What follows belongs to an exercise in optimizing a design on an open flow for small area, a short achievable clock period and few clock cycles; a production flow would make more cautious choices. The RTL was checked by simulation tests, not by an equivalence proof against the original design.

### flow/run.sh
#!/bin/bash
# synth_recipe.tcl (not shown) runs the flow's synth.tcl, then flattens the netlist and writes it again
# the make line also repeats each setting of config.mk as NAME=value (left out here)
make -C /OpenROAD-flow-scripts/flow DESIGN_CONFIG=/design/flow/config.mk WORK_HOME=/design/flow/orfs CLKGATE_MAP_FILE= SYNTH_SCRIPT=/design/flow/synth_recipe.tcl finish
### flow/config.mk
export PLATFORM = sky130hd
export DESIGN_NAME = dz3_tile_scrambler
export DESIGN_NICKNAME = dz3_tile_scrambler
export VERILOG_FILES = /design/flow/design.v
export SDC_FILE = /design/flow/constraint.sdc
export NUM_CORES = 4
export LEC_CHECK = 0
export CAP_MARGIN = 20
export CORE_MARGIN = 2
export CORE_UTILIZATION = 30
export PLACE_DENSITY = 0.5
export SLEW_MARGIN = 20
### flow/constraint.sdc
create_clock -name core_clock -period 10.0 [get_ports {clk}]
set_input_delay 2.0000 -clock core_clock [delete_from_list [all_inputs] [get_ports {clk}]]
set_output_delay 2.0000 -clock core_clock [all_outputs]
set_load 0.01 [all_outputs]
### flow/design.v
module dz3_tile_scrambler (
    input  wire        clk,
    input  wire        rst_n,
    input  wire        cmd_valid,
    output wire        cmd_ready,
    input  wire        cmd_dir,
    input  wire [63:0] cmd_block,
    input  wire [63:0] cmd_page,
    input  wire [63:0] cmd_slot,
    input  wire        in_valid,
    output wire        in_ready,
    input  wire [63:0] in_data,
    output reg         out_valid,
    output reg  [63:0] out_data,
    output reg         res_valid,
    output reg         res_crc_ok
);
    localparam [9:0]  BEATS  = 10'd516;
    localparam [22:0] MODULUS = 23'h7F_FFFF;
    localparam [2:0] S_IDLE   = 3'd0;
    localparam [2:0] S_SUM    = 3'd1;
    localparam [2:0] S_SEED   = 3'd2;
    localparam [2:0] S_STREAM = 3'd3;
    localparam [2:0] S_DONE   = 3'd4;
    reg [2:0]  state;
    reg [63:0] opnd;          
    reg [63:0] opnd_next1;    
    reg [63:0] opnd_next2;
    reg [15:0] coef;          
    reg [1:0]  term;          
    reg [3:0]  bit_cnt;
    reg        dir;
    reg [63:0] dividend;      
    reg [23:0] rem;           
    reg [6:0]  div_cnt;
    reg [22:0] lfsr;
    reg [31:0] crc;
    reg [9:0]  beat;
    reg [31:0] crc_stored;
    assign cmd_ready = (state == S_IDLE);
    assign in_ready  = (state == S_STREAM);
    function [86:0] prbs64;       
        input [22:0] s_in;
        reg   [22:0] s;
        reg   [63:0] ks;
        reg          o;
        integer i;
        begin
            s = s_in;
            for (i = 0; i < 64; i = i + 1) begin
                o = s[22] ^ s[17];
                s = {s[21:0], o};
                ks[i] = o;
            end
            prbs64 = {s, ks};
        end
    endfunction
    function [31:0] crc_bits;
        input [31:0] c_in;
        input [63:0] d;
        input integer nbits;
        reg   [31:0] c;
        integer i;
        begin
            c = c_in;
            for (i = 0; i < nbits; i = i + 1) begin
                c = c ^ {31'd0, d[i]};
                if (c[0])
                    c = (c >> 1) ^ 32'h82F6_3B78;
                else
                    c = c >> 1;
            end
            crc_bits = c;
        end
    endfunction
    wire [86:0] step      = prbs64(lfsr);
    wire [63:0] keystream = step[63:0];
    wire [63:0] result    = in_data ^ keystream;
    wire [63:0] plain     = dir ? result : in_data;
    wire        last      = (beat == BEATS - 10'd1);
    wire [31:0] crc_full  = crc_bits(crc, plain, 64);
    wire [31:0] crc_half  = crc_bits(crc, plain, 32);    
    wire [31:0] crc_next  = last ? crc_half : crc_full;
    wire [23:0] rem_shift = {rem[22:0], dividend[63]};
    wire        rem_ge    = (rem_shift >= {1'b0, MODULUS});
    wire [23:0] rem_next  = rem_ge ? (rem_shift - {1'b0, MODULUS}) : rem_shift;
    always @(posedge clk) begin
        if (!rst_n) begin
            state      <= S_IDLE;
            dir        <= 1'b0;
            dividend   <= 64'd0;
            opnd       <= 64'd0;
            opnd_next1 <= 64'd0;
            opnd_next2 <= 64'd0;
            coef       <= 16'd0;
            term       <= 2'd0;
            bit_cnt    <= 4'd0;
            rem        <= 24'd0;
            div_cnt    <= 7'd0;
            lfsr       <= 23'd1;
            crc        <= 32'hFFFF_FFFF;
            beat       <= 10'd0;
            crc_stored <= 32'd0;
            out_valid  <= 1'b0;
            res_valid  <= 1'b0;
            res_crc_ok <= 1'b0;
        end else begin
            out_valid <= 1'b0;
            res_valid <= 1'b0;
            case (state)
                S_IDLE: begin
                    if (cmd_valid) begin
                        dir        <= cmd_dir;
                        dividend   <= 64'd0;
                        opnd       <= cmd_page;
                        opnd_next1 <= cmd_slot;
                        opnd_next2 <= cmd_block;
                        coef       <= 16'h9E37;
                        term       <= 2'd0;
                        bit_cnt    <= 4'd0;
                        state      <= S_SUM;
                    end
                end
                S_SUM: begin
                    if (coef[0])
                        dividend <= dividend + opnd;
                    bit_cnt <= bit_cnt + 4'd1;
                    if (bit_cnt == 4'd15) begin
                        opnd       <= opnd_next1;
                        opnd_next1 <= opnd_next2;
                        term       <= term + 2'd1;
                        coef       <= (term == 2'd0) ? 16'h01F1 : 16'h002B;
                        if (term == 2'd2) begin
                            rem     <= 24'd0;
                            div_cnt <= 7'd0;
                            state   <= S_SEED;
                        end
                    end else begin
                        opnd <= opnd << 1;
                        coef <= coef >> 1;
                    end
                end
                S_SEED: begin
                    if (div_cnt == 7'd64) begin
                        lfsr  <= rem[22:0] + 23'd1;
                        crc   <= 32'hFFFF_FFFF;
                        beat  <= 10'd0;
                        state <= S_STREAM;
                    end else begin
                        rem      <= rem_next;
                        dividend <= {dividend[62:0], 1'b0};
                        div_cnt  <= div_cnt + 7'd1;
                    end
                end
                S_STREAM: begin
                    if (in_valid) begin
                        out_valid <= 1'b1;
                        lfsr      <= step[86:64];
                        crc       <= crc_next;
                        beat      <= beat + 10'd1;
                        if (last) begin
                            crc_stored <= plain[63:32];
                            state      <= S_DONE;
                        end
                    end
                end
                S_DONE: begin
                    res_valid  <= 1'b1;
                    res_crc_ok <= ((crc ^ 32'hFFFF_FFFF) == crc_stored);
                    state      <= S_IDLE;
                end
                default: state <= S_IDLE;
            endcase
        end
    end
    always @(posedge clk) begin
        if (state == S_STREAM && in_valid)
            out_data <= result;
    end
endmodule
==> impl_results.md <==
- Outcome: timing/DRC/antenna clean
- Die width: around 340 um
- Rows: 121
- Synth Register Bits: 476
- Worst Tran Pin Value: 1.154 ns
- Crit path arrival time: 10.22 ns
- Crit. End Element: flip-flop
- Async S/R FF share, synth: 0%
- Number of enable flip-flop cells after synthesis: 64
- Die height: 335.6 um
- Synthesized area per cell: 8.913 um^2
- Vias: 28.33k
- Clock Skew: 0.07739 ns
- Routed WL: 117.2 mm
- Slew margin rel.: between 20% and 30%
- H-tree levels: 2
- Final Core Density: 40.70%
- Final hold vios: 0
- Non-filler cells, final: 5,816
- GRT Overall Usage: 20.21%
- Dpl cell area: 0.04096 mm^2
- Layout cells sized above 1: approximately a fifth
- Vias in the first global route: between 20k and 30k
- Synth cell types: 70
- Max Freq: 102.7 MHz
- Worst path top cell family by delay: XOR/XNOR gates
- Die area: 0.1127 mm^2
- Worst-path clk slew: 0.06 ns
- Req. time, crit path: 10.48 ns
- Worst-path fanout max: 6
- CP Buf/Inv Count: 8
- Most numerous cell on the critical path: xnor2_4
- Pins Over Slew Limit: 0
- Design area: 0.04436 mm^2
- Clock root cell: clkbuf_16
- Drt wl/cell: about 20 um
- Critical Path Start Type: primary input
- Net Count, Synth: 4,035
- Clk Latency, worst-skew pair: 0.69 ns
- Vias/cell: 4.871
- Detailed router's first-iteration violation count: approximately 2.2k
- Hpwl dp: roughly 88 mm
- Worst-path cell with the longest stage delay: xor3_2
- Hold Crit Class: reg2reg
- GR peak layer: met2
- Final nets: 4,684
- Max_cap viols: 0
- DRC: 0
- Antenna viol nets, final: 0
- Met1 Usage GRT: about 28%
- M2 GR Usage: 32.54%
- DR pass1 iterations: 5
- Warnings, synthesis: 1
- CTS tree: yes
- Inst Count DP: 5,650
- Most frequent cells in the layout: 652 x nand2_1, 501 x xnor2_1, 464 x buf_4
- Crit path largest cell delay: 0.52 ns
- Cts hold-fix bufs: 0
- Final worst-path cycle share: 97.40%
- Most common cell after layout, fill and taps aside: nand2_1
- Final Setup Violations: 0
- First-pass GRT wire length: between 150 and 200 mm
- Initial antenna violation count: 10
- RSZ-0062 raised after global routing: yes
- Min Hold Slack: 0.4541 ns
- I/O Buffers: about 330
- Mapped Cells: 3,702
- I/O pins: 330
- Synthesized cell area: 0.03300 mm^2
- Largest net degree at the start of global routing: 203
- # clock sinks: 476
- Tmin final: 9.740 ns
- Critical path class: in2reg
- Total CTS buffers: 58
- Clk buf depth: 3
- Layout area overhead: 34.45%
- Register area share after synthesis: a little under a third
- Initial Utilization: 30.27%
- Gp weighted congestion: ~0.92
- Core Footprint: about 0.11 mm^2
- Dominant synthesized flop cell: dfxtp_1
- Met3 usage: 3.482%
- Fillcell total: 10.94k
- Remaining global-route overflow: 0
==> cell usage after synthesis (11+ instances only) <==
cell type / instances / share of area (%)
nand2_1: 653 / 7.4
xnor2_1: 566 / 15
dfxtp_1: 412 / 25
nor2_1: 316 / 3.6
xor2_1: 250 / 6.6
a21oi_1: 216 / 3.3
clkbuf_1: 200 / 2.3
a311oi_1: 132 / 3.5
a211oi_1: 82 / 1.9
and3_1: 75 / 1.4
a22oi_1: 72 / 1.6
ha_1: 71 / 2.7
xnor3_1: 71 / 4.8
edfxtp_1: 64 / 5.8
o21ai_0: 52 / 0.79
xnor2_2: 46 / 2.3
nor3_1: 35 / 0.53
inv_1: 31 / 0.35
a21o_1: 30 / 0.68
nand3_1: 26 / 0.39
xnor3_2: 25 / 1.8
nand4_1: 19 / 0.36
a31oi_1: 18 / 0.34
nor2b_1: 17 / 0.32
o21bai_1: 16 / 0.36
xnor2_4: 15 / 1.3
xor3_1: 14 / 1.0
xor2_2: 13 / 0.64
a221oi_1: 12 / 0.32
mux2i_1: 11 / 0.33
==> cell families (layout without fill, tap and decap cells) <==
family                   Yosys count  count (layout)  synth area share (%)
AO/OA/AOI/OAI                    690             690                 14.16
XOR/XNOR                        1004            1004                 33.80
adder cells (fa/ha/maj)           72              72                 2.753
buffers and inverters            266             964                 3.231
flip-flops                       476             476                 30.82
multiplexers                      11              11                0.3337
other                              0               2                     0
AND/OR/NAND/NOR                 1183            1183                 14.90
==> routing by layer <==
layer	part of all wire, %	wire, um	up-vias
met5	0.092	108	-
met4	2.6	3079	16
met3	6.2	7254	157
met2	45	52220	755
met1	47	54580	13429
li1	-	-	13972
==> timing repair <==
action	CTS	global route
endpoints found under the setup margin	27	30
buffers inserted	7	48
gates resized for setup	22	114
cloned	0	0
pin swaps	5	73
==> tightest hold or removal path: cells and delay by family, from the launching register on <==
| kind | cells | cell delay [ns] |
|---|---|---|
| flip-flops | 1 | 0.31 |
| AO/OA/AOI/OAI | 1 | 0.05 |
| AND/OR/NAND/NOR | 1 | 0.05 |
==> sequential cells by signal, indices dropped and copies added, names as in the netlist <==
name	flops
div_cnt	7
res_valid	1
term	2
dir	1
lfsr	23
out_data	64
opnd_next1	64
beat	10
rem	23
opnd	64
opnd_next2	64
state	3
out_valid	1
dividend	64
crc_stored	32
bit_cnt	4
res_crc_ok	1
coef	16
crc	32
==> per-stage QoR <==
step	setup slack [ns]	setup TNS, ns
after floorplan	-0.4411	-5.241
after global placement	-0.8639	-23.26
after detailed placement	-0.8984	-23.86
after CTS	-0.01464	-0.01464
after global routing	-0.03546	-0.06739
final	0.2597	0
==> worst paths after layout <==
| kind | start | end | slack, ns | cells after the start |
|---|---|---|---|---|
| setup / recovery | in_data[3] | crc[4] | 0.26 | 35 |
| hold reg to reg | opnd_next2[43] | opnd_next2[43] | 0.45 | 2 |
| hold / removal | opnd_next2[43] | opnd_next2[43] | 0.45 | 2 |
| setup reg to reg | dir | crc[4] | 0.76 | 36 |
==> final cells by class <==
class                           instances  area [um^2]  share of cell area, %
Clock buffer                           79         1653                  3.726
Sequential cell                       476        10170                  22.93
Timing Repair Buffer                  821         7263                  16.37
Multi-Input combinational cell       2960        22950                  51.73
Inverter                               34        135.1                 0.3046
Antenna cell                            2        5.005                0.01128
Clock inverter                         30        416.7                 0.9392
Tap cell                             1414         1769                  3.988
Testbench counts, summed over its fixed seeds: cycles 80,776.

[static timing again, ports no longer ideal]
In the flow no input, the clock included, has a driving cell. The finished layout below was timed again as built, in two steps. Step 1 (the two cells are an assumption about what drives the block):
set clk [get_ports {clk}]
set_driving_cell -lib_cell sky130_fd_sc_hd__clkbuf_16 $clk
set_driving_cell -lib_cell sky130_fd_sc_hd__buf_2 [delete_from_list [all_inputs] $clk]
Step 2 adds t to the input delays and takes it off the output delays; t is the mean of the earliest and latest rising clock arrival at the registers after step 1. Input paths then give back, and output paths get back, about the clock's delay inside the block. a / b / c = ideal / step 1 / step 2; a / b = the first two.
t, ns: 0.717
slack for setup (ns): 0.260 / 0.296 / -0.421
worst hold slack (ns): 0.454 / 0.454 / 0.454
worst setup path at the end: input to register
Met with ideal ports but missed after step 2: setup timing in this run. The setup slack of this run moves by +0.036 ns with the drivers and by -0.681 ns with both steps.
